Source: an optimization exercise on an open RTL-to-GDS flow (aim: small area, a short achievable clock period and few clock cycles per item). Production flows keep margins and buffers that such runs may drop.
Function was not checked in any run shown here: the RTL went through the layout flow alone.

## flow/design.v (module list and top-level ports; edited modules follow where they fit)
// module zrf_hdr_dec: 2244 lines
// module x2: 7 lines
module zrf_hdr_dec (
    input  wire         clk,
    input  wire         rst,           
    input  wire         in_valid,
    output wire         in_ready,
    input  wire [146:0] in_bits,       
    input  wire         exp_side,
    input  wire [3:0]   exp_layer,
    input  wire [2:0]   exp_spot,
    input  wire [23:0]  exp_rb,
    input  wire [5:0]   exp_frame,
    input  wire         chk_frame,     
    output reg          out_valid,
    input  wire         out_ready,
    output reg  [63:0]  out_info,      
    output reg  [1:0]   out_nerr,      
    output reg          out_fail,      
    output reg          out_match      
);
  // ...
==> flow/run.sh <==
#!/bin/bash
# synth_recipe.tcl (not shown) runs the flow's synth.tcl, then flattens the netlist and writes it again
# the make line also repeats each setting of config.mk as NAME=value (left out here)
make -C /OpenROAD-flow-scripts/flow DESIGN_CONFIG=/design/flow/config.mk WORK_HOME=/design/flow/orfs CLKGATE_MAP_FILE= SYNTH_SCRIPT=/design/flow/synth_recipe.tcl finish
==> flow/config.mk <==
export PLATFORM = sky130hd
export DESIGN_NAME = zrf_hdr_dec
export DESIGN_NICKNAME = zrf_hdr_dec
export VERILOG_FILES = /design/flow/design.v
export SDC_FILE = /design/flow/constraint.sdc
export NUM_CORES = 4
export LEC_CHECK = 0
export CAP_MARGIN = 20
export CORE_MARGIN = 2
export CORE_UTILIZATION = 40
export SLEW_MARGIN = 20
export SYNTH_HIERARCHICAL = 1
export SYNTH_MINIMUM_KEEP_SIZE = 0
==> flow/constraint.sdc <==
create_clock -name core_clock -period 18.0 [get_ports {clk}]
set_input_delay 3.6000 -clock core_clock [delete_from_list [all_inputs] [get_ports {clk}]]
set_output_delay 3.6000 -clock core_clock [all_outputs]
set_load 0.01 [all_outputs]
==> impl_results.html, run 1 <==
<table>
<tr><th>Metric</th><th>Value</th></tr>
<tr><th colspan="2">Outcome</th></tr>
<tr><td>Result of the run</td><td>no timing/DRC/antenna violations</td></tr>
<tr><th colspan="2">Yosys</th></tr>
<tr><td>Fraction of synthesis flops using an asynchronous set or reset pin</td><td>0%</td></tr>
<tr><td>Syn Nets</td><td>3754</td></tr>
<tr><td>Count of state elements after synthesis</td><td>559</td></tr>
<tr><td>Synth top cells by count</td><td>xor2_1, edfxtp_1, xnor2_1</td></tr>
<tr><td>Top cells by area, synth</td><td>edfxtp_1, xor2_1, xnor2_1</td></tr>
<tr><th colspan="2">Min path</th></tr>
<tr><td>Worst hold path cell count</td><td>0</td></tr>
<tr><th colspan="2">Layout</th></tr>
<tr><td>Non-clock buffer share of cell area</td><td>6.95%</td></tr>
<tr><td>Cell class with the largest area share</td><td>multi-input combinational cells</td></tr>
<tr><td>Highest-count cells in the layout ignoring fill and taps</td><td>xor2_1, edfxtp_1, xnor2_1</td></tr>
<tr><td>Non-clock inverter total of the final layout</td><td>19</td></tr>
<tr><td>Layout area overhead</td><td>16.4%</td></tr>
<tr><td>Reg area</td><td>16100 um2</td></tr>
<tr><th colspan="2">Global routing</th></tr>
<tr><td>Wire length of the first global-routing pass</td><td>160 mm</td></tr>
<tr><td>GR Layer Usage met3</td><td>2.53%</td></tr>
<tr><td>Via count of the first global-routing pass</td><td>24400</td></tr>
<tr><th colspan="2">Critical path</th></tr>
<tr><td>Cell family with the largest share of critical-path delay</td><td>XOR/XNOR gates</td></tr>
<tr><td>Logic depth of the worst register-to-register path</td><td>19</td></tr>
<tr><td>Most numerous cell on the critical path</td><td>xor2_1</td></tr>
<tr><td>Arrival time at the worst endpoint</td><td>7020 ps</td></tr>
<tr><td>Crit. path cell count</td><td>19</td></tr>
<tr><th colspan="2">Floorplan</th></tr>
<tr><td>Core box area</td><td>92100 um2</td></tr>
<tr><td>Effective utilization at floorplan</td><td>40.5%</td></tr>
<tr><th colspan="2">Timing</th></tr>
<tr><td>Worst-case clock skew</td><td>56.4 ps</td></tr>
<tr><td>Worst Setup Slack, final</td><td>11470 ps</td></tr>
<tr><td>Number of endpoints with negative hold slack in the final report</td><td>0</td></tr>
<tr><th colspan="2">Placed design</th></tr>
<tr><td>Total cell area at the placement stage</td><td>41500 um2</td></tr>
<tr><th colspan="2">Route</th></tr>
<tr><td>DR vias/cell</td><td>4.95</td></tr>
</table>
==> run 2, diff against run 1 <==
==> flow/flow/run.sh (new file) <==
#!/bin/bash
# The standard layout (the standard.sh, standard synthesis included), with
# one change: the port buffers that global placement inserts are buf_2 cells
# instead of the default clkdlybuf4s50_1, which is larger and slower.
set -euo pipefail
bash standard.sh BUFFER_PORTS_ARGS="-buffer_cell sky130_fd_sc_hd__buf_2" > standard.log 2>&1
==> flow/standard.sh (new file) <==
#!/bin/bash
# synth_recipe.tcl (not shown) runs the flow's synth.tcl, then flattens the netlist and writes it again
# the make line also repeats each setting of config.mk as NAME=value (left out here)
make -C /OpenROAD-flow-scripts/flow DESIGN_CONFIG=/design/flow/config.mk WORK_HOME=/design/flow/orfs CLKGATE_MAP_FILE= SYNTH_SCRIPT=/design/flow/synth_recipe.tcl "${@:-finish}"
removed: flow/run.sh
==> impl_results.html, run 2 <==
<table>
<tr><th>Metric</th><th>Value</th></tr>
<tr><th colspan="2">Timing</th></tr>
<tr><td>Worst-case clock skew</td><td>41.2 ps (was 56.4 ps)</td></tr>
<tr><td>Relative slew slack</td><td>25.4% (was 27.9%)</td></tr>
<tr><td>Sum of negative setup slack</td><td>0 ps (unchanged)</td></tr>
<tr><td>Worst Setup Slack, final</td><td>11440 ps (was 11470 ps)</td></tr>
<tr><td>Number of endpoints with negative hold slack in the final report</td><td>0 (unchanged)</td></tr>
<tr><td>Tmin final</td><td>6560 ps (was 6530 ps)</td></tr>
<tr><td>Maximum frequency from static timing analysis</td><td>152 MHz (was 153 MHz)</td></tr>
<tr><td>Worst-Margin Slew</td><td>1120 ps (was 1080 ps)</td></tr>
<tr><td>Count of endpoints failing setup in the final report</td><td>0 (unchanged)</td></tr>
<tr><td>Final cycle utilization of the critical path</td><td>36.4% (was 36.3%)</td></tr>
<tr><td>Max-slew violation total from the final report</td><td>0 (unchanged)</td></tr>
<tr><td>Setup repair after global routing missed its margin</td><td>no (unchanged)</td></tr>
<tr><th colspan="2">Placed design</th></tr>
<tr><td>DPL Wire Length</td><td>84.2 mm (was 85.2 mm)</td></tr>
<tr><td>Gpl congestion</td><td>0.989 (was 0.974)</td></tr>
<tr><td>Buffers on Ports</td><td>259 (unchanged)</td></tr>
<tr><td>Place WS</td><td>11470 ps (was 11460 ps)</td></tr>
<tr><th colspan="2">Floorplan</th></tr>
<tr><td>Row cnt</td><td>111 (unchanged)</td></tr>
<tr><td>Effective utilization at floorplan</td><td>40.5% (unchanged)</td></tr>
<tr><td>Core box area</td><td>92100 um2 (unchanged)</td></tr>
<tr><td>Die height</td><td>309 um (unchanged)</td></tr>
<tr><td>Die width</td><td>309 um (unchanged)</td></tr>
<tr><td>I/O Pins</td><td>260 (unchanged)</td></tr>
<tr><td>Die area</td><td>95700 um2 (unchanged)</td></tr>
<tr><th colspan="2">Layout</th></tr>
<tr><td>Nets</td><td>4015 (was 4014)</td></tr>
<tr><td>Number of inserted diodes</td><td>0 (was 1)</td></tr>
<tr><td>Largest register by flop count</td><td>rx1_q (unchanged)</td></tr>
<tr><td>Highest-count cells in the layout ignoring fill and taps</td><td>xor2_1, edfxtp_1, xnor2_1 (unchanged)</td></tr>
<tr><td>Most frequent standard cell in the layout excluding fill and tap cells</td><td>xor2_1 (unchanged)</td></tr>
<tr><td>Max FFs per register</td><td>96 (unchanged)</td></tr>
<tr><td>Fraction of final layout cells with drive strength greater than 1</td><td>12.3% (was 5.36%)</td></tr>
<tr><td>Filler cell count</td><td>8593 (was 8526)</td></tr>
<tr><td>Layout area overhead</td><td>13.3% (was 16.4%)</td></tr>
<tr><th colspan="2">Yosys</th></tr>
<tr><td>Synth area leader</td><td>edfxtp_1 (unchanged)</td></tr>
<tr><td>Cells after Synth</td><td>3551 (unchanged)</td></tr>
<tr><td>Cell with the most instances after synthesis</td><td>xor2_1 (unchanged)</td></tr>
<tr><td>Post-synth design cell area</td><td>37300 um2 (unchanged)</td></tr>
<tr><td>Post-Syn Area per Cell</td><td>10.5 um2 (unchanged)</td></tr>
<tr><td>Synth top cells by count</td><td>xor2_1, edfxtp_1, xnor2_1 (unchanged)</td></tr>
<tr><td>Post-synth EDFFs</td><td>485 (unchanged)</td></tr>
<tr><td>Sequential area share after synthesis</td><td>43.0% (unchanged)</td></tr>
<tr><td>Fraction of synthesis flops using an asynchronous set or reset pin</td><td>0% (unchanged)</td></tr>
<tr><td>Count of state elements after synthesis</td><td>559 (unchanged)</td></tr>
<tr><td>Top cells by area, synth</td><td>edfxtp_1, xor2_1, xnor2_1 (unchanged)</td></tr>
<tr><td>Synthesis Warnings</td><td>8 (unchanged)</td></tr>
<tr><td>Most frequently used flop master after synthesis</td><td>edfxtp_1 (unchanged)</td></tr>
<tr><td>Unique cell type count in the Yosys netlist</td><td>56 (unchanged)</td></tr>
<tr><td>Syn Nets</td><td>3754 (unchanged)</td></tr>
<tr><td>Top cell type's share of synthesized area</td><td>39.1% (unchanged)</td></tr>
<tr><th colspan="2">CTS</th></tr>
<tr><td>Clock input transition at the sequential cells of the worst setup and hold paths</td><td>70 ps (about the same)</td></tr>
<tr><td>Number of buffers added by the clock tree synthesis step</td><td>61 (was 59)</td></tr>
<tr><td>Latest clock arrival within the worst-skew pair</td><td>650 ps (was 640 ps)</td></tr>
<tr><td>CTS Hold Bufs</td><td>0 (unchanged)</td></tr>
<tr><td>Bufs on Longest Clock Path</td><td>3 (unchanged)</td></tr>
<tr><td>CTS tree</td><td>built (unchanged)</td></tr>
<tr><td>Root buffer selected by CTS</td><td>clkbuf_16 (unchanged)</td></tr>
<tr><td>Total number of clock tree sinks</td><td>559 (unchanged)</td></tr>
<tr><td>Post-CTS setup buffer count</td><td>0 (unchanged)</td></tr>
<tr><td>Total of cells resized after clock tree synthesis</td><td>0 (unchanged)</td></tr>
<tr><td>CTS H-Tree Depth</td><td>2 (unchanged)</td></tr>
<tr><th colspan="2">Critical path</th></tr>
<tr><td>Crit path max fanout</td><td>19 (was 18)</td></tr>
<tr><td>Critical Path RT</td><td>18470 ps (was 18490 ps)</td></tr>
<tr><td>Kind of launch point of the worst setup path</td><td>register (unchanged)</td></tr>
<tr><td>Classification of the worst setup path</td><td>register to register (unchanged)</td></tr>
<tr><td>Launching instance or port of the critical path</td><td>det2_q[4] (was det2_q[7])</td></tr>
<tr><td>Arrival time at the worst endpoint</td><td>7030 ps (was 7020 ps)</td></tr>
<tr><td>Critical register-to-register path startpoint</td><td>det2_q[4] (was det2_q[7])</td></tr>
<tr><td>Kind of capture point of the worst setup path</td><td>register (unchanged)</td></tr>
<tr><th colspan="2">Route</th></tr>
<tr><td>Detailed Routing Iterations Pass 1</td><td>5 (was 8)</td></tr>
<tr><td>Vias after detailed routing</td><td>25400 (was 25300)</td></tr>
<tr><td>Starting DRT DRC Count</td><td>1981 (was 1986)</td></tr>
<tr><td>Routed WL per cell</td><td>21.2 um (was 21.4 um)</td></tr>
<tr><td>DRC Markers</td><td>0 (unchanged)</td></tr>
<tr><td>Total wirelength of the detailed-routed design</td><td>108 mm (was 109 mm)</td></tr>
<tr><td>DR vias/cell</td><td>4.97 (was 4.95)</td></tr>
<tr><td>Post-detailed-route count of antenna-violating nets</td><td>0 (unchanged)</td></tr>
<tr><th colspan="2">Min path</th></tr>
<tr><td>Worst Min Path Start</td><td>rx2_q[48] (was rx2_q[10])</td></tr>
<tr><td>Hold WC Path Type</td><td>register to register (unchanged)</td></tr>
<tr><th colspan="2">Global routing</th></tr>
<tr><td>Sum of overflow across all layers after global routing</td><td>0 (unchanged)</td></tr>
<tr><td>Initial antenna violation count</td><td>3 (was 2)</td></tr>
<tr><td>Via count of the first global-routing pass</td><td>24400 (about the same)</td></tr>
<tr><td>Wire length of the first global-routing pass</td><td>158 mm (was 160 mm)</td></tr>
<tr><td>Overall global routing resource usage</td><td>22.4% (was 22.7%)</td></tr>
<tr><td>Maximum number of pins on one net before global-route repair</td><td>177 (was 202)</td></tr>
<tr><th colspan="2">Outcome</th></tr>
<tr><td>Result of the run</td><td>no timing/DRC/antenna violations (unchanged)</td></tr>
<tr><th colspan="2">Run</th></tr>
<tr><td>Max capacitance violation total</td><td>0 (unchanged)</td></tr>
</table>
run 2: path summary, 6_finish.rpt:
check        cells after the start        end  slack, ps
min                              0  rx3_q[48]        410
max reg2reg                     19  hit3_q[1]      11440
min reg2reg                      0  rx3_q[48]        410
max                             19  hit3_q[1]      11440
run 2: kinds of logic after synthesis:
family / Yosys count / share of synthesized area (%)
flip-flops: 559 / 43.0
adder cells (fa/ha/maj): 13 / 0.436
multiplexers: 51 / 1.59
XOR/XNOR: 1645 / 39.5
AND/OR/NAND/NOR: 874 / 9.94
AO/OA/AOI/OAI: 275 / 4.11
buffers and inverters: 134 / 1.39
run 2: per-module statistics from Yosys (local to each module, per instance):
module	cells inside	area [um2]	copies in the design
x2	1	8.76	912
zrf_hdr_dec	2639	29300	1
run 2: metrics by stage:
step	instance area (um2)	cells	hold WS (ps)	util, %
2_1_floorplan	37300	3551	400	-
3_3_place_gp	40100	4991	401	43.6
3_5_place_dp	40100	4991	405	43.6
4_1_cts	42200	5105	412	45.8
5_1_grt	42200	5106	417	45.9
6_report	42200	5106	411	45.9
run 2: area by class of cell:
class | instances | area, um2 | share of cell area [%]
multi-input cells | 2858 | 20800 | 49.1
flip-flops and latches | 559 | 16100 | 38.0
repair buffers | 313 | 1730 | 4.10
clock buffers | 70 | 1610 | 3.81
well taps | 1243 | 1560 | 3.68
clock inverters | 44 | 464 | 1.10
inverters | 19 | 71.3 | 0.169
run 2: routing by layer:
layer | GRT usage, % | wire [um] | vias up
met2 | 36.1 | 49700 | 821
li1 | - | - | 12300
met3 | 3.00 | 6030 | 206
met4 | 7.39 | 3760 | 0
met5 | 0 | 0 | -
met1 | 31.0 | 48500 | 12100
run 2: critical path: stages (launching register included):
cell      delay (ps)
edfxtp_1         740
nor4_1           370
nand2_1          530
mux2_2           610
xor2_1           680
xor2_1           590
xor2_1           400
xor2_1           280
xor2_1           260
xor2_1           200
xor2_1            90
nor4_1           320
nand2_1          190
a31oi_1          170
o41ai_1           90
o211ai_1         100
nand2_1           80
and2_1           230
or2_2            330
nor3_1           130
==> run 3, diff against run 2 <==
==> flow/flow/run.sh (replaced) <==
#!/bin/bash
# The standard layout (the standard.sh, standard synthesis included), with
# two changes: the port buffers that global placement inserts are buf_2 cells
# instead of the default clkdlybuf4s50_1, and timing repair aims for 13 ns of
# setup slack at the design's 18 ns clock, so that it also sizes the paths
# that set the achieved period.
set -euo pipefail
bash standard.sh BUFFER_PORTS_ARGS="-buffer_cell sky130_fd_sc_hd__buf_2" SETUP_SLACK_MARGIN=13 > standard.log 2>&1
==> impl_results.html, run 3 <==
<table>
<tr><th>Metric</th><th>Value</th></tr>
<tr><th colspan="2">Yosys</th></tr>
<tr><td>Most frequently used flop master after synthesis</td><td>edfxtp_1 (unchanged)</td></tr>
<tr><td>Synthesis Warnings</td><td>8 (unchanged)</td></tr>
<tr><td>Top cell type's share of synthesized area</td><td>39.1% (unchanged)</td></tr>
<tr><td>Cell with the most instances after synthesis</td><td>xor2_1 (unchanged)</td></tr>
<tr><td>Syn Nets</td><td>3754 (unchanged)</td></tr>
<tr><td>Post-synth design cell area</td><td>37300 um2 (unchanged)</td></tr>
<tr><td>Cells after Synth</td><td>3551 (unchanged)</td></tr>
<tr><td>Synth area leader</td><td>edfxtp_1 (unchanged)</td></tr>
<tr><td>Post-synth EDFFs</td><td>485 (unchanged)</td></tr>
<tr><td>Count of state elements after synthesis</td><td>559 (unchanged)</td></tr>
<tr><td>Top cells by area, synth</td><td>edfxtp_1, xor2_1, xnor2_1 (unchanged)</td></tr>
<tr><td>Fraction of synthesis flops using an asynchronous set or reset pin</td><td>0% (unchanged)</td></tr>
<tr><td>Post-Syn Area per Cell</td><td>10.5 um2 (unchanged)</td></tr>
<tr><td>Synth top cells by count</td><td>xor2_1, edfxtp_1, xnor2_1 (unchanged)</td></tr>
<tr><td>Sequential area share after synthesis</td><td>43.0% (unchanged)</td></tr>
<tr><td>Unique cell type count in the Yosys netlist</td><td>56 (unchanged)</td></tr>
<tr><th colspan="2">Timing</th></tr>
<tr><td>Final cycle utilization of the critical path</td><td>27.7% (was 36.4%)</td></tr>
<tr><td>Setup repair after global routing missed its margin</td><td>yes (was no)</td></tr>
<tr><td>Relative slew slack</td><td>28.6% (was 25.4%)</td></tr>
<tr><td>Number of endpoints with negative hold slack in the final report</td><td>0 (unchanged)</td></tr>
<tr><td>Sum of negative setup slack</td><td>0 ps (unchanged)</td></tr>
<tr><td>Maximum frequency from static timing analysis</td><td>201 MHz (was 152 MHz)</td></tr>
<tr><td>Max-slew violation total from the final report</td><td>0 (unchanged)</td></tr>
<tr><td>Count of endpoints failing setup in the final report</td><td>0 (unchanged)</td></tr>
<tr><td>Worst hold slack across all endpoints</td><td>401 ps (was 411 ps)</td></tr>
<tr><td>Worst-Margin Slew</td><td>1070 ps (was 1120 ps)</td></tr>
<tr><td>Tmin final</td><td>4990 ps (was 6560 ps)</td></tr>
<tr><td>Worst-case clock skew</td><td>34.8 ps (was 41.2 ps)</td></tr>
<tr><th colspan="2">Route</th></tr>
<tr><td>Total wirelength of the detailed-routed design</td><td>111 mm (was 108 mm)</td></tr>
<tr><td>Starting DRT DRC Count</td><td>1977 (was 1981)</td></tr>
<tr><td>Post-detailed-route count of antenna-violating nets</td><td>0 (unchanged)</td></tr>
<tr><td>Vias after detailed routing</td><td>25700 (was 25400)</td></tr>
<tr><td>Detailed Routing Iterations Pass 1</td><td>5 (unchanged)</td></tr>
<tr><td>Routed WL per cell</td><td>21.3 um (was 21.2 um)</td></tr>
<tr><td>DR vias/cell</td><td>4.96 (was 4.97)</td></tr>
<tr><td>DRC Markers</td><td>0 (unchanged)</td></tr>
<tr><th colspan="2">Floorplan</th></tr>
<tr><td>Die height</td><td>309 um (unchanged)</td></tr>
<tr><td>Die area</td><td>95700 um2 (unchanged)</td></tr>
<tr><td>Row cnt</td><td>111 (unchanged)</td></tr>
<tr><td>Die width</td><td>309 um (unchanged)</td></tr>
<tr><td>Effective utilization at floorplan</td><td>40.5% (unchanged)</td></tr>
<tr><td>Core box area</td><td>92100 um2 (unchanged)</td></tr>
<tr><td>I/O Pins</td><td>260 (unchanged)</td></tr>
<tr><th colspan="2">CTS</th></tr>
<tr><td>CTS Hold Bufs</td><td>0 (unchanged)</td></tr>
<tr><td>Total number of clock tree sinks</td><td>559 (unchanged)</td></tr>
<tr><td>Root buffer selected by CTS</td><td>clkbuf_16 (unchanged)</td></tr>
<tr><td>Clock input transition at the sequential cells of the worst setup and hold paths</td><td>60 ps (was 70 ps)</td></tr>
<tr><td>Bufs on Longest Clock Path</td><td>3 (unchanged)</td></tr>
<tr><td>Number of buffers added by the clock tree synthesis step</td><td>58 (was 61)</td></tr>
<tr><td>CTS H-Tree Depth</td><td>2 (unchanged)</td></tr>
<tr><td>CTS tree</td><td>built (unchanged)</td></tr>
<tr><td>Latest clock arrival within the worst-skew pair</td><td>650 ps (about the same)</td></tr>
<tr><th colspan="2">Min path</th></tr>
<tr><td>Hold WC Path Type</td><td>register to register (unchanged)</td></tr>
<tr><td>Worst hold path cell count</td><td>0 (unchanged)</td></tr>
<tr><td>Worst Min Path Start</td><td>rx2_q[56] (was rx2_q[48])</td></tr>
<tr><td>Worst min-delay path endpoint</td><td>rx3_q[56] (was rx3_q[48])</td></tr>
<tr><th colspan="2">Layout</th></tr>
<tr><td>Largest register by flop count</td><td>rx1_q (unchanged)</td></tr>
<tr><td>Nets</td><td>4098 (was 4015)</td></tr>
<tr><td>Highest-count cells in the layout ignoring fill and taps</td><td>xor2_1, edfxtp_1, xnor2_1 (unchanged)</td></tr>
<tr><td>Layout area overhead</td><td>19.0% (was 13.3%)</td></tr>
<tr><td>Most frequent standard cell in the layout excluding fill and tap cells</td><td>xor2_1 (unchanged)</td></tr>
<tr><td>Fraction of final layout cells with drive strength greater than 1</td><td>17.0% (was 12.3%)</td></tr>
<tr><td>Max FFs per register</td><td>96 (unchanged)</td></tr>
<tr><th colspan="2">Global routing</th></tr>
<tr><td>Via count of the first global-routing pass</td><td>24300 (was 24400)</td></tr>
<tr><td>Wire length of the first global-routing pass</td><td>160 mm (was 158 mm)</td></tr>
<tr><td>Overall global routing resource usage</td><td>22.7% (was 22.4%)</td></tr>
<tr><td>Sum of overflow across all layers after global routing</td><td>0 (unchanged)</td></tr>
<tr><td>Initial antenna violation count</td><td>7 (was 3)</td></tr>
<tr><td>Maximum number of pins on one net before global-route repair</td><td>189 (was 177)</td></tr>
<tr><th colspan="2">Critical path</th></tr>
<tr><td>Classification of the worst setup path</td><td>register to primary output (was register to register)</td></tr>
<tr><td>Combined buffer and inverter count along the critical path</td><td>1 (was 0)</td></tr>
<tr><td>Kind of launch point of the worst setup path</td><td>register (unchanged)</td></tr>
<tr><td>Critical Path RT</td><td>14400 ps (was 18470 ps)</td></tr>
<tr><td>Kind of capture point of the worst setup path</td><td>primary output (was register)</td></tr>
<tr><td>Cell family with the largest share of critical-path delay</td><td>flip-flops (was XOR/XNOR gates)</td></tr>
<tr><td>Logic depth of the worst register-to-register path</td><td>14 (was 19)</td></tr>
<tr><td>Reg2reg end</td><td>n1_2[6] (was hit3_q[1])</td></tr>
<tr><td>Critical register-to-register path startpoint</td><td>rx1_q[33] (was det2_q[4])</td></tr>
<tr><td>Crit-path cells</td><td>buf_2 (was nor4_1 -&gt; nand2_1 -&gt; mux2_2 -&gt; xor2_1 -&gt; xor2_1 -&gt; xor2_1 -&gt; xor2_1 -&gt; xor2_1 -&gt; xor2_1 -&gt; xor2_1 -&gt; nor4_1 -&gt; nand2_1 -&gt; a31oi_1 -&gt; o41ai_1 -&gt; o211ai_1 -&gt; nand2_1 -&gt; and2_1 -&gt; or2_2 -&gt; nor3_1)</td></tr>
<tr><td>Master of the slowest instance on the critical path</td><td>edfxtp_1 (unchanged)</td></tr>
<tr><td>Crit path max fanout</td><td>1 (was 19)</td></tr>
<tr><td>Largest stage delay, worst path</td><td>540 ps (was 740 ps)</td></tr>
<tr><td>Arrival time at the worst endpoint</td><td>1390 ps (was 7030 ps)</td></tr>
<tr><td>Reg-to-reg slack, setup</td><td>13070 ps (was 11440 ps)</td></tr>
<tr><th colspan="2">Placed design</th></tr>
<tr><td>Gpl congestion</td><td>0.990 (was 0.989)</td></tr>
<tr><td>DPL Wire Length</td><td>84.1 mm (was 84.2 mm)</td></tr>
<tr><td>Buffers on Ports</td><td>259 (unchanged)</td></tr>
<tr><th colspan="2">Outcome</th></tr>
<tr><td>Result of the run</td><td>no timing/DRC/antenna violations (unchanged)</td></tr>
<tr><th colspan="2">Run</th></tr>
<tr><td>Max capacitance violation total</td><td>0 (unchanged)</td></tr>
</table>
[run 3: cell count changes in the layout (fill, tap and decap cells not counted), sizes merged, moves of 2 or more]
cell,previous run,this run
inv,27,24
clkinvlp,5,7
clkbuf,70,66
bufinv,6,12
buf,313,399
clkinv,25,18
[run 3: logic make-up after synthesis]
group,synth area share [%]
XOR/XNOR,39.5
buffers and inverters,1.39
adder cells (fa/ha/maj),0.436
multiplexers,1.59
AO/OA/AOI/OAI,4.11
AND/OR/NAND/NOR,9.94
flip-flops,43.0
[run 3: layer usage]
layer / GRT usage, % / wire length [um] / vias up
li1: - / - / 12400
met1: 31.7 / 49700 / 12300
met2: 36.4 / 50500 / 814
met3: 2.94 / 6190 / 201
met4: 7.76 / 4040 / 2
met5: 0 / 13 / -
[run 3: worst max-delay path by stage]
stage | startpoint | end | cells past startpoint
detailed placement | det2_q[7] | hit3_q[1] | 17
global route | w3_q[1] | out_match | 19
global placement | det2_q[7] | hit3_q[1] | 17
finish | out_info[8] | out_info[8] | 1
CTS | rx1_q[33] | n1_2[6] | 14
floorplan | adv_q | in_ready | 0
[run 3: Yosys stat by module (local to each module, per instance)]
module	area [um2]	copies in the design	cells	flops+latches
x2	8.76	912	1	0
zrf_hdr_dec	29300	1	2639	559
[run 3: area by class of cell]
type | count | area, um2
Fill cell | 8392 | 47700
Tap cell | 1243 | 1560
Timing Repair Buffer | 399 | 2510
Clock buffer | 66 | 1600
Multi-Input combinational cell | 2858 | 22000
Clock inverter | 42 | 597
Sequential cell | 559 | 16100
Antenna cell | 1 | 2.50
Inverter | 19 | 71.3
[run 3: per-stage QoR]
stage               util [%]  worst slack [ps]  cells  cell area (um2)
finish                  48.2             13010   5187            44400
global route            48.2             12940   5186            44400
CTS                     47.1             13000   5129            43300
detailed placement      43.7             11770   4988            40200
global placement        43.7             11810   4988            40200
floorplan                  -             11330   3551            37400
[run 3: repair_timing]
item	4_1_cts	5_1_grt
setup buffers	33	56
gates resized for setup	75	74
endpoints found under the setup margin	36	29
cloned	0	0
pin swaps	14	22

port drivers added, routing unchanged:
The flow's constraints put no driver on any port. The routed layouts listed below were extracted and timed again, unchanged, in two steps.
Step 1 assumes that a clkbuf_16 drives the clock port and a buf_2 every other input.
Step 2 moves the port delays by t, midway between the first and last clock arrival at a register: inputs arrive t later, outputs are due t later. That takes back most of the time a late clock gives input paths.
Three values: ideal, step 1, step 2; two values: the first two.
run | t (ns) | setup WS [ns] | worst register clock-pin slew, ns
run 1 | 0.680 | 11.467 / 11.467 / 11.467 | 0.07 / 0.07
run 2 | 0.698 | 11.442 / 11.442 / 11.442 | 0.07 / 0.07
run 3 | 0.698 | 13.014 / 12.952 / 13.023 | 0.08 / 0.08
After both steps setup and hold are still met in every run listed.
